Background: an optimization exercise with open tools, aiming at small area, a short achievable clock period and few clock cycles per item. Do not read the settings as production practice.
Only simulation tests tie the RTL to the original design; equivalence was not proved.
Power and IR drop assume default switching activity.

--- flow/design.v ---
module lc_encoder (
    input  wire        clk,
    input  wire        rst,
    input  wire        cfg_valid,
    output wire        cfg_ready,
    input  wire [4:0]  cfg_bits,
    input  wire [6:0]  cfg_width,
    input  wire [9:0]  cfg_rows,
    input  wire        in_valid,
    output wire        in_ready,
    input  wire [15:0] in_data,
    output wire        out_valid,
    input  wire        out_ready,
    output wire [31:0] out_data,
    output wire        out_last,
    output wire        res_valid,
    output wire [31:0] res_plen,
    output wire [31:0] res_dcrc
);
    function [15:0] hmask;
        input [3:0] sh;
        hmask = 16'hFFFF << sh;
    endfunction
    function [15:0] mapd;
        input [15:0] d;
        input [15:0] mask;
        mapd = ({d[14:0], 1'b0} ^ {16{d[15]}}) & mask;
    endfunction
    function [15:0] pmed;
        input [15:0] a;
        input [15:0] b;
        input [15:0] n;
        reg          ab, ge_a, ge_b, le_a, le_b;
        begin
            ab   = a < b;
            ge_a = !(n < a);
            ge_b = !(n < b);
            le_a = !(a < n);
            le_b = !(b < n);
            if (ge_a && ge_b)      pmed = ab ? a : b;
            else if (le_a && le_b) pmed = ab ? b : a;
            else                   pmed = a + b - n;
        end
    endfunction
    function [15:0] pavg;
        input [15:0] a;
        input [15:0] b;
        input [15:0] mask;
        reg   [16:0] s;
        begin
            s    = {1'b0, a} + {1'b0, b};
            pavg = s[16:1] & mask;
        end
    endfunction
    function [31:0] crc16;
        input [31:0] c;
        input [15:0] d;
        integer      i;
        reg   [31:0] t;
        begin
            t = c;
            for (i = 0; i < 16; i = i + 1)
                t = (t >> 1) ^ ((t[0] ^ d[i]) ? 32'h82F63B78 : 32'd0);
            crc16 = t;
        end
    endfunction
    reg        cfg_rdy_r;
    reg        rst_r;
    always @(posedge clk) rst_r <= rst;
    reg        g_active;       
    reg        g_pend;         
    reg [3:0]  g_sh;           
    reg [5:0]  g_wm1;          
    reg [9:0]  g_rm1;          
    reg [5:0]  g_col;          
    reg [9:0]  g_row;
    reg        g_pad;          
    reg        g_row0, g_col0;
    reg        g_rowend;       
    reg        g_lastrow;      
    reg  [1:0] g_bub;          
    reg        s0v, s1v;       
    reg [15:0] s0, s1;
    wire stall;
    wire [5:0] g_wlast  = (g_wm1 < 6'd16) ? 6'd16 : g_wm1;    
    wire       g_start  = g_row0 && g_col0;
    wire       g_blkend = g_rowend && g_lastrow;
    wire       g_ok     = !g_start || g_bub[1];
    wire adv      = !stall && (!g_active || g_pad || s0v || g_start);
    wire g_take   = g_active && !g_pad && s0v && g_ok;
    wire g_posn   = g_active && (g_pad || (s0v && g_ok));     
    wire adv_samp = adv && g_take;
    wire adv_pos  = adv && g_posn;
    wire n_col0 = g_rowend;
    wire n_row0 = g_rowend ? g_lastrow : g_row0;
    reg [15:0] G  [1:18];
    reg        Gv [1:18];
    reg [15:0] GA;                       
    reg [15:0] H  [1:18];
    reg        Hv [1:18];
    reg [15:0] B0, B1;
    reg        B0v, B1v;
    reg [15:0] V  [0:44];
    reg        Vv [0:44];
    wire       g_w17 = (g_wm1 <= 6'd16);
    wire       g_w18 = (g_wm1 == 6'd17);
    wire       g_w19 = (g_wm1 == 6'd18);
    wire [5:0] g_v   = g_wm1 - 6'd18;
    wire       g_u14 = (g_v > 6'd31) && (g_wm1 > 6'd18);
    wire [5:0] g_r   = g_u14 ? (g_v - 6'd14) : g_v;
    wire [15:0] t0 = G[17];
    wire        u0 = Gv[17];
    wire [15:0] t1 = g_r[0] ? V[0]  : t0;   wire u1 = g_r[0] ? Vv[0]  : u0;
    wire [15:0] t2 = g_r[1] ? V[2]  : t1;   wire u2 = g_r[1] ? Vv[2]  : u1;
    wire [15:0] t3 = g_r[2] ? V[6]  : t2;   wire u3 = g_r[2] ? Vv[6]  : u2;
    wire [15:0] t4 = g_r[3] ? V[14] : t3;   wire u4 = g_r[3] ? Vv[14] : u3;
    wire [15:0] t5 = g_r[4] ? V[30] : t4;   wire u5 = g_r[4] ? Vv[30] : u4;
    wire [15:0] t6 = g_u14  ? V[44] : t5;   wire u6 = g_u14  ? Vv[44] : u5;
    reg  [15:0] vin  [0:44];
    reg         vinv [0:44];
    integer i;
    genvar  gi;
    always @(*) begin
        for (i = 1; i < 45; i = i + 1) begin
            vin[i]  = V[i-1];
            vinv[i] = Vv[i-1];
        end
        vin[0]  = t0; vinv[0]  = u0;
        vin[1]  = t1; vinv[1]  = u1;
        vin[3]  = t2; vinv[3]  = u2;
        vin[7]  = t3; vinv[7]  = u3;
        vin[15] = t4; vinv[15] = u4;
        vin[31] = t5; vinv[31] = u5;
    end
    wire [15:0] b1in  = g_w17 ? G[15]  : g_w18 ? G[16]  : g_w19 ? G[17]  : t6;
    wire        b1inv = g_w17 ? Gv[15] : g_w18 ? Gv[16] : g_w19 ? Gv[17] : u6;
    always @(posedge clk) begin
        if (adv && g_take) G[1] <= s0;
        for (i = 2; i <= 18; i = i + 1)
            if (adv && Gv[i-1]) G[i] <= G[i-1];
        if (adv && Gv[18]) GA <= G[18];
        for (i = 0; i < 45; i = i + 1)
            if (adv && vinv[i]) V[i] <= vin[i];
        if (adv && b1inv) B1 <= b1in;
        if (adv && B1v)    B0 <= B1;
        if (adv && B0v)    H[1] <= B0;
        for (i = 2; i <= 18; i = i + 1)
            if (adv && Hv[i-1]) H[i] <= H[i-1];
    end
    always @(posedge clk) begin
        if (rst_r) begin
            for (i = 1; i <= 18; i = i + 1) Gv[i] <= 1'b0;
            for (i = 0; i < 45; i = i + 1)  Vv[i] <= 1'b0;
            for (i = 1; i <= 18; i = i + 1) Hv[i] <= 1'b0;
            B1v <= 1'b0;
            B0v <= 1'b0;
        end else if (adv) begin
            Gv[1] <= g_take;
            for (i = 2; i <= 18; i = i + 1) Gv[i] <= Gv[i-1];
            for (i = 0; i < 45; i = i + 1)  Vv[i] <= vinv[i];
            B1v  <= b1inv;
            B0v  <= B1v;
            Hv[1] <= B0v;
            for (i = 2; i <= 18; i = i + 1) Hv[i] <= Hv[i-1];
        end
    end
    reg    in_rdy_r;              
    assign in_ready = in_rdy_r;
    wire   take     = in_valid && in_rdy_r;
    wire [15:0] in_m = in_data & hmask(g_sh);
    always @(posedge clk) begin
        if (rst_r) begin
            s0v      <= 1'b0;
            s1v      <= 1'b0;
            in_rdy_r <= 1'b1;
        end else begin
            if (adv_samp) begin
                if (take) begin
                    s0 <= in_m;
                end else begin
                    s0       <= s1;
                    s0v      <= s1v;
                    s1v      <= 1'b0;
                    in_rdy_r <= 1'b1;
                end
            end else if (take) begin
                if (!s0v) begin
                    s0  <= in_m;
                    s0v <= 1'b1;
                end else begin
                    s1       <= in_m;
                    s1v      <= 1'b1;
                    in_rdy_r <= 1'b0;
                end
            end
        end
    end
    wire [15:0] gmask = hmask(g_sh);
    reg [15:0] pa, pb, pn;
    always @(*) begin
        if (n_row0 && n_col0) begin
            pa = 16'h8000; pb = 16'h8000; pn = 16'h8000;
        end else if (n_row0) begin
            pa = s0; pb = s0; pn = s0;
        end else if (n_col0) begin
            pa = B1; pb = B1; pn = B1;
        end else begin
            pa = s0; pb = B1; pn = B0;
        end
    end
    reg [15:0] gp_med, gp_avg;
    always @(posedge clk) begin
        if (adv) begin
            gp_med <= g_posn ? pmed(pa, pb, pn) : 16'h8000;
            gp_avg <= g_posn ? pavg(pa, pb, gmask) : 16'h8000;
        end
    end
    reg [15:0] ga, gb;
    always @(*) begin
        if (g_row0 && g_col0) begin
            ga = 16'h8000; gb = 16'h8000;
        end else if (g_row0) begin
            ga = G[1]; gb = G[1];
        end else if (g_col0) begin
            ga = B0; gb = B0;
        end else begin
            ga = G[1]; gb = B0;
        end
    end
    reg [15:0] gm0, gm1, gm2, gm3;
    reg        gmv, gm_first, gm_last;
    always @(posedge clk) begin
        if (adv_samp) begin
            gm0      <= mapd(s0 - ga, gmask);
            gm1      <= mapd(s0 - gb, gmask);
            gm2      <= mapd(s0 - gp_med, gmask);
            gm3      <= mapd(s0 - gp_avg, gmask);
            gm_first <= (g_col[3:0] == 4'd0);
            gm_last  <= (g_col[3:0] == 4'd15) || (g_col == g_wm1);
        end
    end
    reg [19:0] sum0, sum1, sum2, sum3;
    reg        seg_done;
    always @(posedge clk) begin
        if (adv && gmv) begin
            sum0 <= (gm_first ? 20'd0 : sum0) + {4'd0, gm0};
            sum1 <= (gm_first ? 20'd0 : sum1) + {4'd0, gm1};
            sum2 <= (gm_first ? 20'd0 : sum2) + {4'd0, gm2};
            sum3 <= (gm_first ? 20'd0 : sum3) + {4'd0, gm3};
        end
    end
    wire l10 = sum1 < sum0;
    wire l20 = sum2 < sum0;
    wire l30 = sum3 < sum0;
    wire l21 = sum2 < sum1;
    wire l31 = sum3 < sum1;
    wire l32 = sum3 < sum2;
    wire [1:0] sel_c = (l30 && l31 && l32)   ? 2'd3 :
                       (l20 && l21 && !l32)  ? 2'd2 :
                       (l10 && !l21 && !l31) ? 2'd1 : 2'd0;
    reg [1:0] sq0, sq1, sq2;
    reg       sqv0, sqv1, sqv2;
    reg        c_busy;
    reg [3:0]  c_sh;
    reg [5:0]  c_wm1;
    reg [9:0]  c_rm1;
    reg [5:0]  c_col;
    reg [9:0]  c_row;
    reg        c_row0, c_col0;
    wire c_proc    = adv && Gv[17];
    wire c_hdr     = (c_col[3:0] == 4'd0);
    wire c_seglast = (c_col[3:0] == 4'd15) || (c_col == c_wm1);
    wire c_blklast = (c_col == c_wm1) && (c_row == c_rm1);
    wire cfg_fire = cfg_valid && cfg_rdy_r;
    assign cfg_ready = cfg_rdy_r;
    wire g_active_n = cfg_fire ? 1'b1 : (adv_pos && g_blkend) ? 1'b0 : g_active;
    wire g_pend_n   = cfg_fire ? 1'b1 : (c_proc && !c_busy) ? 1'b0 : g_pend;
    always @(posedge clk) begin
        if (rst)
            cfg_rdy_r <= 1'b0;
        else if (rst_r)
            cfg_rdy_r <= 1'b1;
        else
            cfg_rdy_r <= !g_active_n && !g_pend_n;
    end
    wire sq_push = seg_done;
    wire sq_pop  = c_proc && c_seglast;
    wire [1:0] e0  = sqv0 ? sq0 : sel_c;
    wire [1:0] e1  = sqv1 ? sq1 : sel_c;
    wire [1:0] e2  = sqv2 ? sq2 : sel_c;
    wire       e0v = sqv0 || sq_push;
    wire       e1v = sqv1 || (sqv0 && sq_push);
    wire       e2v = sqv2 || (sqv1 && sq_push);
    always @(posedge clk) begin
        if (rst_r) begin
            g_active  <= 1'b0;
            g_pend    <= 1'b0;
            g_col     <= 6'd0;
            g_row     <= 10'd0;
            g_pad     <= 1'b0;
            g_row0    <= 1'b1;
            g_col0    <= 1'b1;
            g_rowend  <= 1'b0;
            g_bub     <= 2'd2;
            gmv       <= 1'b0;
            seg_done  <= 1'b0;
            sqv0      <= 1'b0;
            sqv1      <= 1'b0;
            sqv2      <= 1'b0;
            c_busy    <= 1'b0;
            c_col     <= 6'd0;
            c_row     <= 10'd0;
            c_row0    <= 1'b1;
            c_col0    <= 1'b1;
        end else begin
            g_active  <= g_active_n;
            g_pend    <= g_pend_n;
            if (cfg_fire) begin
                g_sh      <= 5'd16 - cfg_bits;
                g_wm1     <= cfg_width - 7'd1;
                g_rm1     <= cfg_rows - 10'd1;
                g_lastrow <= (cfg_rows == 10'd1);
            end
            if (adv_pos) begin
                g_col0   <= g_rowend;
                g_pad    <= !g_rowend && (g_col >= g_wm1);
                g_rowend <= !g_rowend && (g_col == g_wlast - 6'd1);
                if (g_rowend) begin
                    g_col     <= 6'd0;
                    g_row     <= g_blkend ? 10'd0 : g_row + 10'd1;
                    g_row0    <= g_blkend;
                    g_lastrow <= g_blkend ? (g_rm1 == 10'd0) : (g_row == g_rm1 - 10'd1);
                end else begin
                    g_col <= g_col + 6'd1;
                end
            end
            if (adv) begin
                gmv   <= g_take;
                g_bub <= g_take ? 2'd0 : (g_bub[1] ? g_bub : g_bub + 2'd1);
            end
            seg_done <= adv && gmv && gm_last;
            if (sq_pop) begin
                sq0 <= e1; sq1 <= e2; sq2 <= sel_c;
                sqv0 <= e1v; sqv1 <= e2v; sqv2 <= 1'b0;
            end else begin
                sq0 <= e0; sq1 <= e1; sq2 <= e2;
                sqv0 <= e0v; sqv1 <= e1v; sqv2 <= e2v;
            end
            if (!c_busy) begin
                c_sh  <= g_sh;
                c_wm1 <= g_wm1;
                c_rm1 <= g_rm1;
            end
            if (c_proc) begin
                c_col0 <= (c_col == c_wm1);
                if (c_col == c_wm1) begin
                    c_col  <= 6'd0;
                    c_row0 <= (c_row == c_rm1);
                    if (c_row == c_rm1) begin
                        c_row  <= 10'd0;
                        c_busy <= 1'b0;
                    end else begin
                        c_row  <= c_row + 10'd1;
                        c_busy <= 1'b1;
                    end
                end else begin
                    c_col  <= c_col + 6'd1;
                    c_busy <= 1'b1;
                end
            end
        end
    end
    wire [15:0] cmask = hmask(c_sh);
    reg  [15:0] ca, cb, cn;
    always @(*) begin
        if (c_row0 && c_col0) begin
            ca = 16'h8000; cb = 16'h8000; cn = 16'h8000;
        end else if (c_row0) begin
            ca = G[18]; cb = G[18]; cn = G[18];
        end else if (c_col0) begin
            ca = H[17]; cb = H[17]; cn = H[17];
        end else begin
            ca = G[18]; cb = H[17]; cn = H[18];
        end
    end
    wire [1:0] c_sel = sqv0 ? sq0 : sel_c;
    reg [15:0] cpred;
    always @(*) begin
        case (c_sel)
            2'd0: cpred = ca;
            2'd1: cpred = cb;
            2'd2: cpred = pmed(ca, cb, cn);
            default: cpred = pavg(ca, cb, cmask);
        endcase
    end
    reg        c0_hdr, c0_first, c0_last;
    reg [1:0]  c0_sel;
    reg [15:0] c0_p;
    reg [3:0]  c0_sh;
    always @(posedge clk) begin
        if (c_proc) begin
            c0_p     <= cpred;
            c0_hdr   <= c_hdr;
            c0_sel   <= c_sel;
            c0_first <= !c_busy;
            c0_last  <= c_blklast;
            c0_sh    <= c_sh;
        end
    end
    reg        c1_v, c1_hdr, c1_first, c1_last;
    reg [1:0]  c1_sel;
    reg [15:0] c1_m;
    reg [3:0]  c1_sh;
    always @(posedge clk) begin
        if (rst_r) begin
            c1_v <= 1'b0;
        end else if (adv) begin
            c1_v <= Gv[18];
        end
    end
    always @(posedge clk) begin
        if (adv && Gv[18]) begin
            c1_m     <= mapd(G[18] - c0_p, hmask(c0_sh));
            c1_hdr   <= c0_hdr;
            c1_sel   <= c0_sel;
            c1_first <= c0_first;
            c1_last  <= c0_last;
            c1_sh    <= c0_sh;
        end
    end
    reg [22:0] a_st;
    reg [5:0]  n_st;
    reg [31:0] crc;
    wire [23:0] a_hi_or;      
    wire [23:0] a_lo_or;      
    assign a_hi_or[23] = 1'b0;
    assign a_lo_or[0]  = 1'b0;
    generate
        for (gi = 0; gi < 23; gi = gi + 1) begin : g_or
            assign a_hi_or[gi]   = a_hi_or[gi+1] | a_st[gi];
            assign a_lo_or[gi+1] = a_lo_or[gi]   | a_st[gi];
        end
    endgenerate
    reg [14:0] lt;
    integer    j;
    always @(*) begin
        for (j = 0; j < 15; j = j + 1)
            lt[j] = a_hi_or[j+6] || ({a_st[j+:6], a_lo_or[j]} > {n_st, 1'b0}) || (j < c1_sh);
    end
    wire [3:0] kk;
    assign kk[3] = lt[7];
    assign kk[2] = (lt[3] & ~lt[7]) | lt[11];
    assign kk[1] = (lt[1] & ~lt[3]) | (lt[5] & ~lt[7]) | (lt[9] & ~lt[11]) | lt[13];
    assign kk[0] = (lt[0] & ~lt[1]) | (lt[2] & ~lt[3]) | (lt[4] & ~lt[5]) | (lt[6] & ~lt[7])
                 | (lt[8] & ~lt[9]) | (lt[10] & ~lt[11]) | (lt[12] & ~lt[13]) | lt[14];
    wire [16:0] m_hi_or;      
    assign m_hi_or[16] = 1'b0;
    generate
        for (gi = 0; gi < 16; gi = gi + 1) begin : g_mor
            assign m_hi_or[gi] = m_hi_or[gi+1] | c1_m[gi];
        end
    endgenerate
    wire [15:0] eb;           
    generate
        for (gi = 0; gi < 16; gi = gi + 1) begin : g_eb
            if (gi + 5 <= 15)
                assign eb[gi] = m_hi_or[gi+5] | (c1_m[gi+4] & c1_m[gi+3]);
            else if (gi + 4 <= 15)
                assign eb[gi] = c1_m[gi+4] & c1_m[gi+3];
            else
                assign eb[gi] = 1'b0;
        end
    endgenerate
    wire [15:0] k1h = {lt, 1'b1} & ~{1'b0, lt};
    wire [15:0] q1   = c1_m >> kk;
    wire        esc1 = |(k1h & eb);
    wire [15:0] sfx1 = esc1 ? c1_m : ({c1_m[14:0], 1'b0} << ~kk);
    wire [4:0]  ls1  = esc1 ? (5'd16 - {1'b0, c1_sh}) : ({1'b0, kk} - {1'b0, c1_sh});
    wire [4:0]  no1  = esc1 ? 5'd24 : q1[4:0];
    wire [22:0] a_sum  = a_st + {7'd0, c1_m};
    wire [22:0] a_half = {1'b0, a_sum[22:1]} & ({23{1'b1}} << c1_sh);
    always @(posedge clk) begin
        if (rst_r) begin
            a_st <= 23'd1024;
            n_st <= 6'd1;
        end else if (adv && c1_v) begin
            if (c1_last) begin
                a_st <= 23'd1024;
                n_st <= 6'd1;
            end else if (n_st == 6'd63) begin
                a_st <= a_half;
                n_st <= 6'd32;
            end else begin
                a_st <= a_sum;
                n_st <= n_st + 6'd1;
            end
        end
    end
    always @(posedge clk) begin
        if (adv && c1_v)
            crc <= crc16(c1_first ? 32'hFFFF_FFFF : crc, GA >> c1_sh);
    end
    reg        c2_v, c2_hdr, c2_first, c2_last, c2_esc;
    reg [1:0]  c2_sel;
    reg [15:0] c2_sfx;
    reg [4:0]  c2_ls, c2_no;
    always @(posedge clk) begin
        if (rst_r) begin
            c2_v <= 1'b0;
        end else if (adv) begin
            c2_v <= c1_v;
        end
    end
    always @(posedge clk) begin
        if (adv && c1_v) begin
            c2_hdr   <= c1_hdr;
            c2_sel   <= c1_sel;
            c2_first <= c1_first;
            c2_last  <= c1_last;
            c2_esc   <= esc1;
            c2_sfx   <= sfx1;
            c2_ls    <= ls1;
            c2_no    <= no1;
        end
    end
    wire [1:0]  h2   = c2_hdr ? 2'd2 : 2'd0;
    wire [5:0]  lp2  = {4'd0, h2} + {1'b0, c2_no} + {5'd0, !c2_esc};
    wire [5:0]  cl2  = lp2 + {1'b0, c2_ls};
    wire [5:0]  oe2  = {4'd0, h2} + {1'b0, c2_no};
    wire [41:0] ones2 = ~({42{1'b1}} >> oe2) & ({42{1'b1}} >> h2);
    wire [41:0] hb2   = c2_hdr ? {c2_sel, 40'd0} : 42'd0;
    wire [41:0] sf2   = {c2_sfx, 26'd0} >> lp2;
    wire [41:0] code2 = hb2 | ones2 | sf2;
    reg        c3_v, c3_first, c3_last;
    reg [41:0] c3_code;
    reg [5:0]  c3_len;
    always @(posedge clk) begin
        if (rst_r) begin
            c3_v <= 1'b0;
        end else if (adv) begin
            c3_v <= c2_v;
        end
    end
    always @(posedge clk) begin
        if (adv && c2_v) begin
            c3_code  <= code2;
            c3_len   <= cl2;
            c3_first <= c2_first;
            c3_last  <= c2_last;
        end
    end
    reg [4:0]  pos;
    reg [31:0] cur;
    reg        par;            
    reg [21:0] tp;             
    reg        t_flush, t_pad;
    reg        res_v;
    wire [72:0] win  = {cur, 41'd0} | ({c3_code, 31'd0} >> pos);
    wire [6:0]  pend = {2'd0, pos} + {1'b0, c3_len};
    wire [1:0]  nw   = pend[6:5];
    wire [31:0] wd0  = win[72:41];
    wire [31:0] wd1  = win[40:9];
    reg [32:0] oq0, oq1, oq2;
    reg        oqv0, oqv1, oqv2;
    wire tail  = t_flush || t_pad;
    assign stall = c3_v && (tail || oqv1);
    wire tail_go = tail && !oqv2;
    wire c3_go = adv && c3_v;
    wire last_flush = (pend[4:0] != 5'd0);
    wire last_pad   = par ^ nw[0] ^ last_flush;
    wire last_now   = c3_last && !last_flush && !last_pad;
    reg  [1:0]  np;
    reg  [32:0] pw0, pw1;
    always @(*) begin
        np  = 2'd0;
        pw0 = {1'b0, wd0};
        pw1 = {last_now, wd1};
        if (c3_go) begin
            np  = nw;
            pw0 = {last_now && (nw == 2'd1), wd0};
        end else if (tail_go) begin
            np  = 2'd1;
            pw0 = t_flush ? {!t_pad, cur} : {1'b1, 32'd0};
        end
        if (rst_r)
            np = 2'd0;
    end
    always @(posedge clk) begin
        if (rst_r) begin
            pos     <= 5'd0;
            cur     <= 32'd0;
            par     <= 1'b0;
            t_flush <= 1'b0;
            t_pad   <= 1'b0;
        end else begin
            if (c3_go) begin
                tp <= (c3_first ? 22'd7 : tp) + {16'd0, c3_len};
                case (nw)
                    2'd0: cur <= wd0;
                    2'd1: cur <= wd1;
                    default: cur <= {win[8:0], 23'd0};
                endcase
                if (c3_last) begin
                    pos     <= 5'd0;
                    par     <= 1'b0;
                    t_flush <= last_flush;
                    t_pad   <= last_pad;
                end else begin
                    pos <= pend[4:0];
                    par <= par ^ nw[0];
                end
            end else if (tail_go) begin
                if (t_flush) begin
                    t_flush <= 1'b0;
                    cur     <= 32'd0;
                end else begin
                    t_pad <= 1'b0;
                end
            end
        end
    end
    always @(posedge clk) begin
        if (rst)
            res_v <= 1'b0;
        else
            res_v <= c3_go && c3_last && !rst_r;
    end
    wire [32:0] a0  = oqv1 ? oq1 : pw0;
    wire [32:0] a1  = oqv2 ? oq2 : (oqv1 ? pw0 : pw1);
    wire [32:0] a2  = oqv2 ? pw0 : pw1;
    wire        av0 = oqv1 || (np != 2'd0);
    wire        av1 = oqv2 || (oqv1 && np != 2'd0) || (np == 2'd2);
    wire        av2 = (oqv2 && np != 2'd0) || (oqv1 && np == 2'd2);
    wire [32:0] b0  = oqv0 ? oq0 : pw0;
    wire [32:0] b1  = oqv1 ? oq1 : (oqv0 ? pw0 : pw1);
    wire [32:0] b2  = oqv2 ? oq2 : (oqv1 ? pw0 : pw1);
    wire        bv0 = oqv0 || (np != 2'd0);
    wire        bv1 = oqv1 || (oqv0 && np != 2'd0) || (np == 2'd2);
    wire        bv2 = oqv2 || (oqv1 && np != 2'd0) || (oqv0 && np == 2'd2);
    always @(posedge clk) begin
        if (rst) begin
            oqv0 <= 1'b0;
            oqv1 <= 1'b0;
            oqv2 <= 1'b0;
        end else begin
            oqv0 <= out_ready ? av0 : bv0;
            oqv1 <= out_ready ? av1 : bv1;
            oqv2 <= out_ready ? av2 : bv2;
        end
        oq0 <= out_ready ? a0 : b0;
        oq1 <= out_ready ? a1 : b1;
        oq2 <= out_ready ? a2 : b2;
    end
    assign out_valid = oqv0;
    assign out_data  = oq0[31:0];
    assign out_last  = oq0[32];
    assign res_valid = res_v;
    assign res_plen  = {13'd0, tp[21:3]};
    assign res_dcrc  = ~crc;
endmodule
--- flow/run.sh ---
#!/bin/bash
# synth_recipe.tcl (not shown) runs the flow's synth.tcl, then flattens the netlist and writes it again
# the make line also repeats each setting of config.mk as NAME=value (left out here)
make -C /OpenROAD-flow-scripts/flow DESIGN_CONFIG=/design/flow/config.mk WORK_HOME=/design/flow/orfs CLKGATE_MAP_FILE= SYNTH_SCRIPT=/design/flow/synth_recipe.tcl finish
--- flow/config.mk ---
export PLATFORM = sky130hd
export DESIGN_NAME = lc_encoder
export DESIGN_NICKNAME = lc_encoder
export VERILOG_FILES = /design/flow/design.v
export SDC_FILE = /design/flow/constraint.sdc
export NUM_CORES = 4
export LEC_CHECK = 0
export CAP_MARGIN = 20
export CORE_MARGIN = 2
export CORE_UTILIZATION = 40
export PLACE_DENSITY = 0.6
export SLEW_MARGIN = 20
--- flow/constraint.sdc ---
create_clock -name core_clock -period 20.0 [get_ports {clk}]
set_input_delay 4.0000 -clock core_clock [delete_from_list [all_inputs] [get_ports {clk}]]
set_output_delay 4.0000 -clock core_clock [all_outputs]
set_load 0.01 [all_outputs]
==> impl_metrics.env, run 1 <==
export IMPL_rsz0062_at_grt="false"
export IMPL_nNetsFinal=9439
export IMPL_crit_family="buffers and inverters"
export IMPL_crit_arrival_ns=2.43
export IMPL_power_density_mw_per_mm2=81.1
export IMPL_cpMaxStageDelayCell="clkdlybuf4s50_1"
export IMPL_routed_via_density=5.35
export IMPL_detailed_place_hpwl_um=184000
export IMPL_leakage_uw=0.0429
export IMPL_start_util_pct=40.1
export IMPL_core_sq_mm=0.256
export IMPL_power_uw=9320
export IMPL_yosys_area_top_type="edfxtp_1"
export IMPL_drt_total_wl_um=255000
export IMPL_clock_sinks=2079
export IMPL_fin_tns_setup_ns=0
export IMPL_grt_pass1_vias=65700
export IMPL_die_w_um=511
export IMPL_yosysWarnings=9
export IMPL_yosysSeqAreaShare_pct=58.4
export IMPL_synth_edff_count=1837
export IMPL_postCtsSetupRepairBufs=0
export IMPL_rows=186
export IMPL_path_clk_slew_ns=0.07
export IMPL_numCtsBuffers=213
export IMPL_fillers=23200
export IMPL_hold_viol_final=0
export IMPL_worstPathRequired_ns=16.00
export IMPL_clock_skew_final_ns=0.0686
export IMPL_cp_cell_sequence="buf_4, clkdlybuf4s50_1"
export IMPL_yosys_most_used_dff="edfxtp_1"
export IMPL_setup_viol=0
export IMPL_grt_start_max_net_pins=80
export IMPL_synthTopCellsByArea="edfxtp_1, ha_1, dfxtp_1"
export IMPL_grt_pass1_wl_um=390000
export IMPL_min_period_ns=6.43
export IMPL_multiInputGateArea_sq_mm=0.0392
export IMPL_ctsHoldBuffers=0
export IMPL_ir_drop_mv=0.0886
export IMPL_layout_commonest_cell="edfxtp_1"
export IMPL_antenna_found_initial=6
export IMPL_startpoint_type="flop"
export IMPL_relSlewSlack_pct=19.3
export IMPL_critPathKind="flop to primary output"
export IMPL_fin_crit_sh_pct=32.1
export IMPL_postSynth_asyncResetShare_pct=0
export IMPL_crit_path_max_incr_delay_ns=0.66
export IMPL_place_congestion=0.917
export IMPL_wl_per_cell_um=20.7
export IMPL_post_cts_resized=0
export IMPL_fmax_mhz=156
export IMPL_register_area_sq_mm=0.0600
export IMPL_syn_to_final_growth_pct=11.9
export IMPL_syn_instance_count=8699
export IMPL_finalInstanceArea_sq_mm=0.115
export IMPL_mostFrequentLayoutCells="edfxtp_1, nand2_1, nor2_1"
export IMPL_cap_violations=0
export IMPL_path_buf_inv=2
export IMPL_cts_path_max_buffers=3
export IMPL_synth_avg_cell_area_sq_um=11.8
export IMPL_whs_ns=0.380
export IMPL_end_kind="primary output"
export IMPL_grt_usage_pct=19.2
export IMPL_io_pin_count=144
export IMPL_fin_ws_ns=13.57
export IMPL_tightestPinTransition_ns=1.18
export IMPL_die_height_um=511
export IMPL_vias=66100
export IMPL_status="no timing/DRC/antenna violations"
export IMPL_h_tree_depth=4
export IMPL_root_buffer="clkbuf_16"
export IMPL_ys_ff_latch=2079
export IMPL_insertion_delay_ns=0.88
export IMPL_port_buffers=128
export IMPL_slew_viol_final=0
export IMPL_dp_slack_ns=13.67
export IMPL_min_path_type="flop to flop"
export IMPL_cp_max_fo=54
export IMPL_drive_gt1_share_pct=7.23
export IMPL_fp_dieArea_sq_mm=0.261
export IMPL_gr_total_overflow=0
export IMPL_postPlaceCellArea_sq_mm=0.108
export IMPL_ant_nets=0
export IMPL_first_pass_iters=6
export IMPL_first_iter_violations=5459
export IMPL_drc_errors=0
export IMPL_cts_tree="yes"
export IMPL_synth_top_area_share_pct=53.7
export IMPL_synth_distinct_cells=95
export IMPL_synthesis_area_sq_mm=0.103
==> cell families (layout without fill, tap and decap cells) <==
family,Yosys count,in the layout,share of synthesized area [%]
AND/OR/NAND/NOR,2258,2258,10.0
flip-flops,2079,2079,58.4
AO/OA/AOI/OAI,1872,1872,11.3
buffers and inverters,984,1244,3.77
adder cells (fa/ha/maj),611,611,7.77
XOR/XNOR,509,509,4.60
multiplexers,385,385,4.20
other,1,14,0.00365
==> power by group <==
group | leakage, uW | total, uW | internal (uW) | switching [uW]
logic | 0.0206 | 516 | 194 | 322
registers | 0.0188 | 4770 | 4740 | 35.6
clock network | 0.00351 | 4040 | 2280 | 1750
==> path summary, 6_finish.rpt <==
check	cells past startpoint	slack, ns	end	startpoint
max	2	13.57	out_valid	oqv0$_SDFF_PP0_
min	0	0.38	V[39][7]$_DFFE_PP_	V[38][7]$_DFFE_PP_
max reg2reg	15	13.80	c0_p[9]$_DFFE_PP_	sum3[1]$_DFFE_PP_
min reg2reg	0	0.38	V[39][7]$_DFFE_PP_	V[38][7]$_DFFE_PP_
==> routing by layer <==
metal	wire length, um	global-route usage, %	vias up	share of wire (%)
met1	109000	24.5	32300	43
met4	8230	6.35	0	3.2
met5	0	0	-	0
li1	-	-	31800	-
met3	11100	2.51	419	4.4
met2	127000	33.5	1578	50
==> metrics by stage <==
stage | std cells | util [%]
4_1_cts | 12400 | 44.9
3_5_place_dp | 12000 | 42.0
6_report | 12400 | 44.9
2_1_floorplan | 8711 | -
5_1_grt | 12400 | 44.9
3_3_place_gp | 12000 | 42.0
==> worst register-to-register path, cell delays in order, from the launching register on <==
cell and delay, ns:
edfxtp_1 0.46, ha_1 0.31, a21o_1 0.17, a21o_1 0.18, a21o_1 0.19, a21o_1 0.19, a2111oi_0 1.03, o21ai_0 0.37
a311oi_1 0.65, a22oi_1 0.19, buf_4 0.22, a21o_1 0.20, buf_4 0.22, inv_1 0.85, o311ai_0 0.48, a32oi_1 0.28
==> sequential cells by signal, summed over array words and instances, names as in the netlist, 32 cells and up <==
name	cells
cur	32
H	288
oq0	33
V	704
G	288
oq2	33
c3_code	42
Vv	45
oq1	33
crc	32
==> synth_stat cells, drive strengths merged (39+ instances only) <==
library cell / n
a211oi: 92
a21boi: 40
a21o: 136
a21oi: 618
a22oi: 54
a31oi: 58
and3: 39
buf: 90
clkbuf: 271
dfxtp: 242
edfxtp: 1837
fa: 46
ha: 565
inv: 614
mux2: 83
mux2i: 274
nand2: 736
nand2b: 83
nand3: 126
nand4: 58
nor2: 718
nor2b: 145
nor3: 136
o211ai: 54
o21a: 82
o21ai: 450
or3: 54
xnor2: 367
xor2: 139
==> cell type report <==
| cell class | count | share of cell area (%) |
|---|---|---|
| Multi-Input combinational cell | 5648 | 34.1 |
| Tap cell | 3384 | 3.68 |
| Clock inverter | 135 | 1.28 |
| Clock buffer | 266 | 5.02 |
| Timing Repair Buffer | 220 | 1.72 |
| Inverter | 623 | 2.04 |
| Antenna cell | 1 | 0.00218 |
| Sequential cell | 2079 | 52.2 |
Testbench counts, summed over its fixed seeds: cycles 150,532, items 150,014.
==> run 2, diff against run 1 <==
==> flow/flow/run.sh (new file) <==
#!/bin/bash
# The standard layout (the standard.sh, all steps), with timing repair
# aiming at a shorter period than the clock's: repair_timing keeps working on
# paths until they have this much setup slack. The make output goes to
# flow_make.log here; ORFS keeps each tool's log under orfs/logs.
set -euo pipefail
bash standard.sh SETUP_SLACK_MARGIN=14 finish > flow_make.log 2>&1
==> flow/standard.sh (new file) <==
#!/bin/bash
# synth_recipe.tcl (not shown) runs the flow's synth.tcl, then flattens the netlist and writes it again
# the make line also repeats each setting of config.mk as NAME=value (left out here)
make -C /OpenROAD-flow-scripts/flow DESIGN_CONFIG=/design/flow/config.mk WORK_HOME=/design/flow/orfs CLKGATE_MAP_FILE= SYNTH_SCRIPT=/design/flow/synth_recipe.tcl "${@:-finish}"
removed: flow/run.sh
==> run 2 against run 1 <==
Critical path depth is 1 lower. Flip-flop and latch count unchanged. Sequential power about the same. Count of clock-buffer cells in the layout did not move. Non-clock buffer count grew 7. Sequential share of layout area decreased by 0.056 points. Final cell count about the same. First-iteration DRC count fell by 3.8%. Maximum frequency is 8.5% higher. Critical endpoint is now out_data[29].
==> impl_metrics.env, run 2 <==
export IMPL_cp_max_fo=1
export IMPL_min_path_type="flop to flop"
export IMPL_fin_tns_setup_ns=0
export IMPL_synthesis_area_sq_mm=0.103
export IMPL_crit_start="oq0[29]$_DFFE_PP_"
export IMPL_die_w_um=511
export IMPL_tightestPinTransition_ns=1.17
export IMPL_fin_crit_sh_pct=29.6
export IMPL_grt_pass1_wl_um=392000
export IMPL_grt_start_max_net_pins=80
export IMPL_drt_total_wl_um=257000
export IMPL_clock_sinks=2079
export IMPL_synth_edff_count=1837
export IMPL_numCtsBuffers=213
export IMPL_largest_register="V"
export IMPL_reg2reg_setup_slack_ns=14.26
export IMPL_grt_pass1_vias=65800
export IMPL_hold_depth=0
export IMPL_fin_ws_ns=14.08
export IMPL_antenna_found_initial=6
export IMPL_dp_slack_ns=13.67
export IMPL_reg_top3="V (704), G (288), H (288)"
export IMPL_end_kind="primary output"
export IMPL_crit_path_max_incr_delay_ns=0.58
export IMPL_cp_cell_sequence="clkdlybuf4s50_1"
export IMPL_clock_skew_final_ns=0.0715
export IMPL_yosys_area_top_type="edfxtp_1"
export IMPL_yosysSeqAreaShare_pct=58.4
export IMPL_cts_tree="yes"
export IMPL_root_buffer="clkbuf_16"
export IMPL_cpMaxStageDelayCell="clkdlybuf4s50_1"
export IMPL_place_congestion=0.917
export IMPL_path_buf_inv=1
export IMPL_timing_rr_start="g_wm1[1]$_DFFE_PP_"
export IMPL_critical_path_depth=1
export IMPL_yosys_most_used_dff="edfxtp_1"
export IMPL_rows=186
export IMPL_die_height_um=511
export IMPL_drive_gt1_share_pct=7.35
export IMPL_crit_family="buffers and inverters"
export IMPL_slew_viol_final=0
export IMPL_synth_avg_cell_area_sq_um=11.8
export IMPL_syn_instance_count=8699
export IMPL_first_iter_violations=5252
export IMPL_cts_path_max_buffers=3
export IMPL_ctsHoldBuffers=0
export IMPL_status="no timing/DRC/antenna violations"
export IMPL_gr_total_overflow=0
export IMPL_detailed_place_hpwl_um=184000
export IMPL_reg2reg_depth=15
export IMPL_mostFrequentLayoutCells="edfxtp_1, nand2_1, nor2_1"
export IMPL_wl_per_cell_um=20.7
export IMPL_insertion_delay_ns=0.88
export IMPL_nNetsFinal=9446
export IMPL_startpoint_type="flop"
export IMPL_ant_nets=0
export IMPL_postSynth_asyncResetShare_pct=0
export IMPL_layout_commonest_cell="edfxtp_1"
export IMPL_cap_violations=0
export IMPL_port_buffers=128
export IMPL_yosysWarnings=9
export IMPL_r2r_end="B1[12]$_DFFE_PP_"
export IMPL_relSlewSlack_pct=20.0
export IMPL_endpoint="out_data[29]"
export IMPL_io_pin_count=144
export IMPL_ys_ff_latch=2079
export IMPL_fp_dieArea_sq_mm=0.261
export IMPL_path_clk_slew_ns=0.06
export IMPL_setup_viol=0
export IMPL_leakage_uw=0.0430
export IMPL_yosysMostFrequentCell="edfxtp_1"
export IMPL_drc_errors=0
export IMPL_hold_viol_final=0
export IMPL_synth_top_area_share_pct=53.7
export IMPL_min_period_ns=5.92
export IMPL_final_core_util_pct=44.9
export IMPL_routed_via_density=5.37
export IMPL_power_density_mw_per_mm2=81.0
export IMPL_synth_distinct_cells=95
export IMPL_grt_usage_pct=19.3
export IMPL_synthTopCellsByArea="edfxtp_1, ha_1, dfxtp_1"
export IMPL_core_sq_mm=0.256
export IMPL_syn_to_final_growth_pct=12.0
export IMPL_worstPathRequired_ns=16.00
export IMPL_first_pass_iters=6
export IMPL_critPathKind="flop to primary output"
export IMPL_whs_ns=0.382
export IMPL_fmax_mhz=169
export IMPL_largest_reg_flops=704
export IMPL_crit_arrival_ns=1.92
export IMPL_rsz0062_at_grt="false"
export IMPL_h_tree_depth=4
export IMPL_start_util_pct=40.1
export IMPL_yosys_top_cells_count="edfxtp_1, nand2_1, nor2_1, a21oi_1, inv_1"
export IMPL_ir_drop_mv=0.0881
export IMPL_vias=66300
[run 2: cell counts after synthesis]
Identical to the previous run, type by type.
[run 2: metrics by stage]
stage / power, uW / instance area (sq um) / std cells
finish: 9330 / 115000 / 12400
global placement: 5370 / 108000 / 12000
CTS: 9420 / 115000 / 12400
global route: 9660 / 115000 / 12400
detailed placement: 5380 / 108000 / 12000
floorplan: 5190 / 103000 / 8711
[run 2: metal layers]
layer,share of wire (%),vias to the layer above,global-route usage (%)
li1,-,31800,-
met1,43,32500,24.7
met2,50,1674,33.6
met3,4.5,418,2.51
met4,3.3,0,6.45
met5,0,-,0
[run 2: cell type report]
cell class	instances	area (sq um)
Sequential cell	2079	60000
Clock buffer	266	5780
Tap cell	3384	4230
Timing Repair Buffer	227	2100
Multi-Input combinational cell	5648	39200
Inverter	623	2350
Fill cell	23200	141000
Antenna cell	2	5.00
Clock inverter	135	1470
[run 2: worst min path at each step]
| stage | startpoint | slack, ns | to |
|---|---|---|---|
| floorplan | G[9][0]$_DFFE_PP_ | 0.40 | G[10][0]$_DFFE_PP_ |
| global placement | H[16][14]$_DFFE_PP_ | 0.40 | H[17][14]$_DFFE_PP_ |
| detailed placement | G[10][12]$_DFFE_PP_ | 0.40 | G[11][12]$_DFFE_PP_ |
| CTS | V[35][0]$_DFFE_PP_ | 0.38 | V[36][0]$_DFFE_PP_ |
| global route | V[38][7]$_DFFE_PP_ | 0.38 | V[39][7]$_DFFE_PP_ |
| finish | V[38][7]$_DFFE_PP_ | 0.38 | V[39][7]$_DFFE_PP_ |
[run 2: cells by family after synthesis]
kind of cell,Yosys count,synth area share (%)
AO/OA/AOI/OAI,1872,11.3
XOR/XNOR,509,4.60
adder cells (fa/ha/maj),611,7.77
buffers and inverters,984,3.77
flip-flops,2079,58.4
multiplexers,385,4.20
other,1,0.00365
AND/OR/NAND/NOR,2258,10.0
[run 2: where the power goes]
part           switching (uW)  internal, uW  total [uW]
registers                36.1          4740        4770
clock network            1760          2280        4040
logic                     324           195         519
[run 2: repair_timing]
item	4_1_cts	5_1_grt
endpoints found under the setup margin	21	3
pin swaps	0	0
setup buffers	3	2
gates cloned	2	0
resized for setup	10	3
==> run 3, diff against run 2 <==
--- a/flow/design.v
+++ b/flow/design.v
@@ -100,28 +100,29 @@
     reg        Hv [1:18];
     reg [15:0] B0, B1;
     reg        B0v, B1v;
-    reg [15:0] V  [0:44];
-    reg        Vv [0:44];
+    reg [15:0] V  [0:43];
+    reg        Vv [0:43];
     wire       g_w17 = (g_wm1 <= 6'd16);
     wire       g_w18 = (g_wm1 == 6'd17);
     wire       g_w19 = (g_wm1 == 6'd18);
-    wire [5:0] g_v   = g_wm1 - 6'd18;
-    wire       g_u14 = (g_v > 6'd31) && (g_wm1 > 6'd18);
-    wire [5:0] g_r   = g_u14 ? (g_v - 6'd14) : g_v;
-    wire [15:0] t0 = G[17];
-    wire        u0 = Gv[17];
+    wire       g_w20 = (g_wm1 == 6'd19);
+    wire [5:0] g_v   = g_wm1 - 6'd19;
+    wire       g_u13 = (g_v > 6'd31) && (g_wm1 > 6'd19);
+    wire [5:0] g_r   = g_u13 ? (g_v - 6'd13) : g_v;
+    wire [15:0] t0 = G[18];
+    wire        u0 = Gv[18];
     wire [15:0] t1 = g_r[0] ? V[0]  : t0;   wire u1 = g_r[0] ? Vv[0]  : u0;
     wire [15:0] t2 = g_r[1] ? V[2]  : t1;   wire u2 = g_r[1] ? Vv[2]  : u1;
     wire [15:0] t3 = g_r[2] ? V[6]  : t2;   wire u3 = g_r[2] ? Vv[6]  : u2;
     wire [15:0] t4 = g_r[3] ? V[14] : t3;   wire u4 = g_r[3] ? Vv[14] : u3;
     wire [15:0] t5 = g_r[4] ? V[30] : t4;   wire u5 = g_r[4] ? Vv[30] : u4;
-    wire [15:0] t6 = g_u14  ? V[44] : t5;   wire u6 = g_u14  ? Vv[44] : u5;
-    reg  [15:0] vin  [0:44];
-    reg         vinv [0:44];
+    wire [15:0] t6 = g_u13  ? V[43] : t5;   wire u6 = g_u13  ? Vv[43] : u5;
+    reg  [15:0] vin  [0:43];
+    reg         vinv [0:43];
     integer i;
     genvar  gi;
     always @(*) begin
-        for (i = 1; i < 45; i = i + 1) begin
+        for (i = 1; i < 44; i = i + 1) begin
             vin[i]  = V[i-1];
             vinv[i] = Vv[i-1];
         end
@@ -132,14 +133,14 @@
         vin[15] = t4; vinv[15] = u4;
         vin[31] = t5; vinv[31] = u5;
     end
-    wire [15:0] b1in  = g_w17 ? G[15]  : g_w18 ? G[16]  : g_w19 ? G[17]  : t6;
-    wire        b1inv = g_w17 ? Gv[15] : g_w18 ? Gv[16] : g_w19 ? Gv[17] : u6;
+    wire [15:0] b1in  = g_w17 ? G[15]  : g_w18 ? G[16]  : g_w19 ? G[17]  : g_w20 ? G[18]  : t6;
+    wire        b1inv = g_w17 ? Gv[15] : g_w18 ? Gv[16] : g_w19 ? Gv[17] : g_w20 ? Gv[18] : u6;
     always @(posedge clk) begin
         if (adv && g_take) G[1] <= s0;
         for (i = 2; i <= 18; i = i + 1)
             if (adv && Gv[i-1]) G[i] <= G[i-1];
         if (adv && Gv[18]) GA <= G[18];
-        for (i = 0; i < 45; i = i + 1)
+        for (i = 0; i < 44; i = i + 1)
             if (adv && vinv[i]) V[i] <= vin[i];
         if (adv && b1inv) B1 <= b1in;
         if (adv && B1v)    B0 <= B1;
@@ -150,14 +151,14 @@
     always @(posedge clk) begin
         if (rst_r) begin
             for (i = 1; i <= 18; i = i + 1) Gv[i] <= 1'b0;
-            for (i = 0; i < 45; i = i + 1)  Vv[i] <= 1'b0;
+            for (i = 0; i < 44; i = i + 1)  Vv[i] <= 1'b0;
             for (i = 1; i <= 18; i = i + 1) Hv[i] <= 1'b0;
             B1v <= 1'b0;
             B0v <= 1'b0;
         end else if (adv) begin
             Gv[1] <= g_take;
             for (i = 2; i <= 18; i = i + 1) Gv[i] <= Gv[i-1];
-            for (i = 0; i < 45; i = i + 1)  Vv[i] <= vinv[i];
+            for (i = 0; i < 44; i = i + 1)  Vv[i] <= vinv[i];
             B1v  <= b1inv;
             B0v  <= B1v;
             Hv[1] <= B0v;
@@ -430,7 +431,7 @@
     end
     reg [22:0] a_st;
     reg [5:0]  n_st;
-    reg [31:0] crc;
+    reg [31:0] crc_n;          
     wire [23:0] a_hi_or;      
     wire [23:0] a_lo_or;      
     assign a_hi_or[23] = 1'b0;
@@ -498,7 +499,7 @@
     end
     always @(posedge clk) begin
         if (adv && c1_v)
-            crc <= crc16(c1_first ? 32'hFFFF_FFFF : crc, GA >> c1_sh);
+            crc_n <= ~crc16(c1_first ? 32'hFFFF_FFFF : ~crc_n, GA >> c1_sh);
     end
     reg        c2_v, c2_hdr, c2_first, c2_last, c2_esc;
     reg [1:0]  c2_sel;
@@ -656,5 +657,5 @@
     assign out_last  = oq0[32];
     assign res_valid = res_v;
     assign res_plen  = {13'd0, tp[21:3]};
-    assign res_dcrc  = ~crc;
+    assign res_dcrc  = crc_n;
 endmodule
--- a/flow/config.mk
+++ b/flow/config.mk
@@ -8,5 +8,6 @@
 export CAP_MARGIN = 20
 export CORE_MARGIN = 2
 export CORE_UTILIZATION = 40
+export CTS_CLUSTER_SIZE = 30
 export PLACE_DENSITY = 0.6
 export SLEW_MARGIN = 20
==> run 3 against run 2 <==
Count of clock-buffer cells in the layout is 8 lower. Power is 0.43% lower. Area after synthesis is 0.59% lower. First-iteration DRC count is 7.7% higher. Hold slack worse by 0.0074 ns. Core utilization is 0.084 points higher. Die area is 0.58% lower. Critical path depth stayed put. Clock skew is 0.013 ns lower. Critical path type unchanged.
==> impl_metrics.env, run 3 <==
export IMPL_drc_errors=0
export IMPL_end_kind="primary output"
export IMPL_ant_nets=0
export IMPL_yosys_most_used_dff="edfxtp_1"
export IMPL_reg2reg_depth=19
export IMPL_port_buffers=128
export IMPL_detailed_place_hpwl_um=187000
export IMPL_syn_instance_count=8615
export IMPL_cp_cell_sequence="clkdlybuf4s50_1"
export IMPL_numCtsBuffers=206
export IMPL_mostFrequentLayoutCells="edfxtp_1, nor2_1, nand2_1"
export IMPL_setup_viol=0
export IMPL_crit_start="crc_n[3]$_DFFE_PP_"
export IMPL_critPathKind="flop to primary output"
export IMPL_rows=185
export IMPL_power_density_mw_per_mm2=81.2
export IMPL_largest_register="V"
export IMPL_relSlewSlack_pct=23.9
export IMPL_first_pass_iters=6
export IMPL_vias=66500
export IMPL_io_pin_count=144
export IMPL_min_period_ns=5.91
export IMPL_die_w_um=509
export IMPL_gr_total_overflow=0
export IMPL_leakage_uw=0.0423
export IMPL_synth_avg_cell_area_sq_um=11.9
export IMPL_min_to="G[15][0]$_DFFE_PP_"
export IMPL_yosys_top_cells_count="edfxtp_1, nor2_1, nand2_1, a21oi_1, ha_1"
export IMPL_grt_pass1_wl_um=390000
export IMPL_crit_family="buffers and inverters"
export IMPL_reg2reg_setup_slack_ns=14.36
export IMPL_core_sq_mm=0.254
export IMPL_cap_violations=0
export IMPL_grt_usage_pct=19.4
export IMPL_clock_skew_final_ns=0.0589
export IMPL_fin_tns_setup_ns=0
export IMPL_synth_edff_count=1821
export IMPL_hold_viol_final=0
export IMPL_synthTopCellsByArea="edfxtp_1, ha_1, dfxtp_1"
export IMPL_largest_reg_flops=688
export IMPL_antenna_found_initial=5
export IMPL_fp_dieArea_sq_mm=0.260
export IMPL_crit_path_max_incr_delay_ns=0.58
export IMPL_synth_distinct_cells=104
export IMPL_grt_start_max_net_pins=87
export IMPL_yosysSeqAreaShare_pct=58.2
export IMPL_grt_pass1_vias=65100
export IMPL_clock_sinks=2062
export IMPL_timing_rr_start="c_col0$_SDFFE_PP1P_"
export IMPL_first_iter_violations=5656
export IMPL_cp_max_fo=3
export IMPL_worstHoldStart="G[14][0]$_DFFE_PP_"
export IMPL_crit_arrival_ns=1.91
export IMPL_tightestPinTransition_ns=1.14
export IMPL_place_congestion=0.939
export IMPL_r2r_end="c0_p[15]$_DFFE_PP_"
export IMPL_hold_depth=0
export IMPL_yosysMostFrequentCell="edfxtp_1"
export IMPL_rsz0062_at_grt="true"
export IMPL_ys_ff_latch=2062
export IMPL_status="no timing/DRC/antenna violations"
export IMPL_insertion_delay_ns=0.87
export IMPL_ir_drop_mv=0.0969
export IMPL_root_buffer="clkbuf_16"
export IMPL_path_clk_slew_ns=0.06
export IMPL_synthesis_area_sq_mm=0.102
export IMPL_postSynth_asyncResetShare_pct=0
export IMPL_fin_cells=12200
export IMPL_fmax_mhz=169
export IMPL_wl_per_cell_um=21.0
export IMPL_layout_commonest_cell="edfxtp_1"
export IMPL_start_util_pct=40.2
export IMPL_cts_path_max_buffers=3
export IMPL_worstPathRequired_ns=16.00
export IMPL_min_path_type="flop to flop"
export IMPL_synth_top_area_share_pct=53.5
export IMPL_cts_tree="yes"
export IMPL_reg_top3="V (688), G (288), H (288)"
export IMPL_yosysWarnings=9
export IMPL_slew_viol_final=0
export IMPL_yosys_area_top_type="edfxtp_1"
export IMPL_fin_crit_sh_pct=29.5
export IMPL_nNetsFinal=9342
export IMPL_die_height_um=509
export IMPL_syn_to_final_growth_pct=12.0
export IMPL_dpl_cell_count=11800
export IMPL_num_antenna_cells=0
export IMPL_startpoint_type="flop"
export IMPL_cpMaxStageDelayCell="clkdlybuf4s50_1"
export IMPL_routed_via_density=5.44
export IMPL_drt_total_wl_um=257000
export IMPL_drive_gt1_share_pct=7.68
export IMPL_path_buf_inv=1
export IMPL_h_tree_depth=4
run 3: cell count changes in the layout (fill, tap and decap cells not counted), sizes merged, moves of 22 or more:
cell,before,now
mux2i,274,187
inv,622,554
nand2,736,694
nor2,718,750
a211oi,92,115
a21oi,618,596
o22ai,31,53
run 3: worst max-delay path by stage:
| stage | cells past startpoint | slack (ns) | end |
|---|---|---|---|
| after detailed placement | 4 | 13.22 | oq0[32]$_DFFE_PP_ |
| final | 1 | 14.09 | res_dcrc[3] |
| after floorplan | 3 | 14.02 | s0[0]$_DFFE_PP_ |
| after CTS | 1 | 14.01 | in_ready |
| after global routing | 19 | 13.96 | c0_p[15]$_DFFE_PP_ |
| after global placement | 4 | 13.21 | oq0[32]$_DFFE_PP_ |
run 3: kinds of logic after synthesis:
kind of cell             Yosys count  share of synthesized area, %
AND/OR/NAND/NOR                 2263                          10.1
flip-flops                      2062                          58.2
AO/OA/AOI/OAI                   1927                          11.9
buffers and inverters            930                          3.57
adder cells (fa/ha/maj)          611                          7.82
XOR/XNOR                         502                          4.68
multiplexers                     319                          3.67
other                              1                       0.00367
run 3: routing by layer:
layer,routed length (um),GRT usage (%),share of wire [%]
met5,0,0,0
met4,9740,7.23,3.8
met1,108000,24.9,42
met3,12300,2.69,4.8
met2,127000,33.3,49
run 3: stage by stage:
step / total power [uW] / cell area [sq um] / hold slack [ns] / setup WS [ns] / util, %
2_1_floorplan: 5150 / 102000 / 0.400 / 14.02 / -
3_3_place_gp: 5320 / 107000 / 0.400 / 13.21 / 42.1
3_5_place_dp: 5330 / 107000 / 0.405 / 13.22 / 42.1
4_1_cts: 9390 / 114000 / 0.374 / 14.01 / 45.0
5_1_grt: 9610 / 114000 / 0.378 / 13.96 / 45.0
6_report: 9290 / 114000 / 0.375 / 14.09 / 45.0
run 3: repair_timing:
action                                  in CTS  in global routing
endpoints found under the setup margin       4                  8
resized for setup                            1                  6
hold buffers                                 0                  0
buffers inserted                             1                  0
pin swaps                                    0                  0
run 3: layout make-up:
| type | count | area (sq um) |
|---|---|---|
| fillers | 23000 | 140000 |
| multi-input cells | 5635 | 39300 |
| clock inverters | 130 | 1700 |
| repair buffers | 229 | 2070 |
| inverters | 554 | 2090 |
| clock buffers | 258 | 5530 |
| well taps | 3366 | 4210 |
| flip-flops and latches | 2062 | 59500 |
run 3: report_power, final:
part           total (uW)  switching, uW  leakage [uW]  internal [uW]
clock                4050           1720       0.00347           2330
sequential           4720           31.8        0.0186           4690
combinational         517            321        0.0202            196
total                9290           2070        0.0423           7210
Testbench counts of run 3, summed over its fixed seeds: cycles 150,532, items 150,014.
==> run 4, diff against run 3 <==
--- a/flow/flow/run.sh
+++ b/flow/flow/run.sh
@@ -4,4 +4,4 @@
 # paths until they have this much setup slack. The make output goes to
 # flow_make.log here; ORFS keeps each tool's log under orfs/logs.
 set -euo pipefail
-bash standard.sh SETUP_SLACK_MARGIN=14 finish > flow_make.log 2>&1
+bash standard.sh SETUP_SLACK_MARGIN=14.6 finish > flow_make.log 2>&1
--- a/flow/config.mk
+++ b/flow/config.mk
@@ -8,6 +8,5 @@
 export CAP_MARGIN = 20
 export CORE_MARGIN = 2
 export CORE_UTILIZATION = 40
-export CTS_CLUSTER_SIZE = 30
 export PLACE_DENSITY = 0.6
 export SLEW_MARGIN = 20
==> run 4 against run 3 <==
Power rose by 1.5%. Critical endpoint is now out_data[26]. Clock skew increased by 0.038 ns. Final cell count grew 0.60%. Die area unchanged. Wire length rose by 1.6%. Area after synthesis unchanged. Still clean on timing, DRC and antenna. Setup slack better by 0.33 ns. Register-to-register slack better by 0.45 ns.
==> impl_metrics.env, run 4 <==
export IMPL_startpoint_type="flop"
export IMPL_synth_distinct_cells=104
export IMPL_critPathKind="flop to primary output"
export IMPL_min_path_type="flop to flop"
export IMPL_first_pass_iters=7
export IMPL_postSynth_asyncResetShare_pct=0
export IMPL_tightestPinTransition_ns=1.10
export IMPL_rsz0062_at_grt="true"
export IMPL_crit_start="oq0[26]$_DFFE_PP_"
export IMPL_fin_ws_ns=14.43
export IMPL_postPlaceCellArea_sq_mm=0.107
export IMPL_synth_top_area_share_pct=53.5
export IMPL_status="no timing/DRC/antenna violations"
export IMPL_gr_total_overflow=0
export IMPL_cp_cell_sequence="buf_2"
export IMPL_yosys_top_cells_count="edfxtp_1, nor2_1, nand2_1, a21oi_1, ha_1"
export IMPL_min_period_ns=5.57
export IMPL_grt_start_max_net_pins=101
export IMPL_die_height_um=509
export IMPL_antenna_found_initial=8
export IMPL_relSlewSlack_pct=26.8
export IMPL_io_pin_count=144
export IMPL_place_congestion=0.919
export IMPL_worstHoldStart="H[1][15]$_DFFE_PP_"
export IMPL_mostFrequentLayoutCells="edfxtp_1, nor2_1, nand2_1"
export IMPL_root_buffer="clkbuf_16"
export IMPL_crit_path_max_incr_delay_ns=0.49
export IMPL_syn_instance_count=8615
export IMPL_routed_via_density=5.42
export IMPL_finalInstanceArea_sq_mm=0.115
export IMPL_cp_max_fo=1
export IMPL_power_uw=9430
export IMPL_fmax_mhz=179
export IMPL_detailed_place_hpwl_um=188000
export IMPL_reg2reg_setup_slack_ns=14.81
export IMPL_ys_ff_latch=2062
export IMPL_largest_reg_flops=688
export IMPL_leakage_uw=0.0428
export IMPL_cts_path_max_buffers=3
export IMPL_layout_commonest_cell="edfxtp_1"
export IMPL_synth_edff_count=1821
export IMPL_drt_total_wl_um=261000
export IMPL_min_to="H[2][15]$_DFFE_PP_"
export IMPL_yosysSeqAreaShare_pct=58.2
export IMPL_first_iter_violations=5744
export IMPL_wl_per_cell_um=21.2
export IMPL_clock_sinks=2062
export IMPL_ant_nets=0
export IMPL_yosysMostFrequentCell="edfxtp_1"
export IMPL_ctsHoldBuffers=0
export IMPL_drc_errors=0
export IMPL_vias=66800
export IMPL_final_core_util_pct=45.2
export IMPL_grt_pass1_vias=65300
export IMPL_path_buf_inv=1
export IMPL_cts_tree="yes"
export IMPL_die_w_um=509
export IMPL_path_clk_slew_ns=0.07
export IMPL_crit_arrival_ns=1.57
export IMPL_setup_viol=0
export IMPL_insertion_delay_ns=0.89
export IMPL_slew_viol_final=0
export IMPL_core_sq_mm=0.254
export IMPL_yosysWarnings=9
export IMPL_syn_to_final_growth_pct=12.5
export IMPL_synthesis_area_sq_mm=0.102
export IMPL_synth_avg_cell_area_sq_um=11.9
export IMPL_cpMaxStageDelayCell="edfxtp_1"
export IMPL_grt_usage_pct=19.7
export IMPL_worstPathRequired_ns=16.00
export IMPL_fin_tns_setup_ns=0
export IMPL_reg_top3="V (688), G (288), H (288)"
export IMPL_reg2reg_depth=16
export IMPL_nNetsFinal=9407
export IMPL_fin_crit_sh_pct=27.9
export IMPL_clock_skew_final_ns=0.0972
export IMPL_h_tree_depth=4
export IMPL_synthTopCellsByArea="edfxtp_1, ha_1, dfxtp_1"
export IMPL_dp_slack_ns=13.81
export IMPL_fp_dieArea_sq_mm=0.260
export IMPL_hold_viol_final=0
export IMPL_numCtsBuffers=209
export IMPL_ir_drop_mv=0.0974
export IMPL_crit_family="flip-flops"
export IMPL_port_buffers=128
export IMPL_rows=185
export IMPL_power_density_mw_per_mm2=82.0
export IMPL_grt_pass1_wl_um=394000
export IMPL_drive_gt1_share_pct=9.57
export IMPL_hold_depth=0
export IMPL_r2r_end="c2_ls[4]$_DFFE_PP_"
export IMPL_cap_violations=0
export IMPL_start_util_pct=40.2
export IMPL_yosys_area_top_type="edfxtp_1"
export IMPL_timing_rr_start="a_st[1]$_SDFFE_PP0P_"
export IMPL_largest_register="V"
export IMPL_yosys_most_used_dff="edfxtp_1"
export IMPL_end_kind="primary output"
[run 4: cell counts after synthesis]
Identical to the previous run, type by type.
[run 4: what timing repair did]
action / CTS / global route
hold endpoints to repair: 0 / 0
setup endpoints to repair: 127 / 154
cloned: 0 / 1
buffers inserted: 36 / 31
resized for setup: 381 / 46
pin swaps: 0 / 6
[run 4: worst max path at each step]
| stage | end | slack, ns | depth (start not counted) |
|---|---|---|---|
| finish | out_data[26] | 14.43 | 1 |
| global route | out_data[26] | 14.38 | 1 |
| CTS | out_data[26] | 14.36 | 1 |
| detailed placement | s0[0]$_DFFE_PP_ | 13.81 | 4 |
| global placement | oq2[32]$_DFF_P_ | 13.89 | 6 |
| floorplan | oq0[0]$_DFFE_PP_ | 14.61 | 4 |
[run 4: power breakdown]
group	leakage (uW)	internal, uW	switching (uW)	total [uW]
combinational	0.0206	196	323	519
sequential	0.0186	4690	34.0	4730
clock	0.00357	2430	1750	4180
[run 4: metrics by stage]
stage	cells	hold WS, ns
6_report	12300	0.355
3_5_place_dp	11800	0.405
5_1_grt	12300	0.367
4_1_cts	12300	0.362
3_3_place_gp	11800	0.400
2_1_floorplan	8627	0.400
[run 4: cells by family (layout without fill, tap and decap cells)]
group                    Yosys count  after routing  synth area share, %
flip-flops                      2062           2062                 58.2
multiplexers                     319            319                 3.67
adder cells (fa/ha/maj)          611            611                 7.82
buffers and inverters            930           1241                 3.57
XOR/XNOR                         502            502                 4.68
AND/OR/NAND/NOR                 2263           2263                 10.1
other                              1             17              0.00367
AO/OA/AOI/OAI                   1927           1927                 11.9
[run 4: area by class of cell]
type | count | area [sq um]
inverters | 554 | 2110
multi-input cells | 5635 | 39400
clock inverters | 153 | 2040
well taps | 3366 | 4210
clock buffers | 243 | 5390
repair buffers | 291 | 2300
diodes | 4 | 10.0
fillers | 23100 | 139000
flip-flops and latches | 2062 | 59500
[run 4: metal layers]
layer | GRT usage, % | vias to the layer above | share of wire [%]
met2 | 33.5 | 1906 | 49
met5 | 0 | - | 0
met4 | 6.62 | 0 | 3.5
li1 | - | 31700 | -
met1 | 25.9 | 32700 | 43
met3 | 2.50 | 458 | 4.9

separate check: timing with driven ports:
Ports are ideal in the flow. The routed layouts listed here were re-timed in OpenROAD.
Step 1, drivers: a clkbuf_16 drives clk and a buf_2 each remaining input, both assumed.
Step 2, shift: input delay + t, output delay - t, t = (earliest + latest rising clock arrival at the registers) / 2. This alone moves slack from input paths to output paths.
Three values: no drivers, after step 1, after step 2; two values: the first two.
run | t, ns | setup WS [ns] | clock arrival spread, ns | slew at the worst register clock pin (ns)
run 1 | 0.931 | 13.574 / 13.488 / 13.651 | 0.071 / 0.071 | 0.07 / 0.07
run 2 | 0.929 | 14.077 / 13.991 / 13.662 | 0.071 / 0.071 | 0.07 / 0.07
run 3 | 0.925 | 14.093 / 14.005 / 13.282 | 0.063 / 0.063 | 0.07 / 0.07
run 4 | 0.927 | 14.427 / 14.340 / 13.834 | 0.101 / 0.101 | 0.07 / 0.07
After both steps setup and hold are still met in every run listed. The setup slack of run 3, which loses most, moves by -0.088 ns with the drivers and by -0.811 ns with both steps.
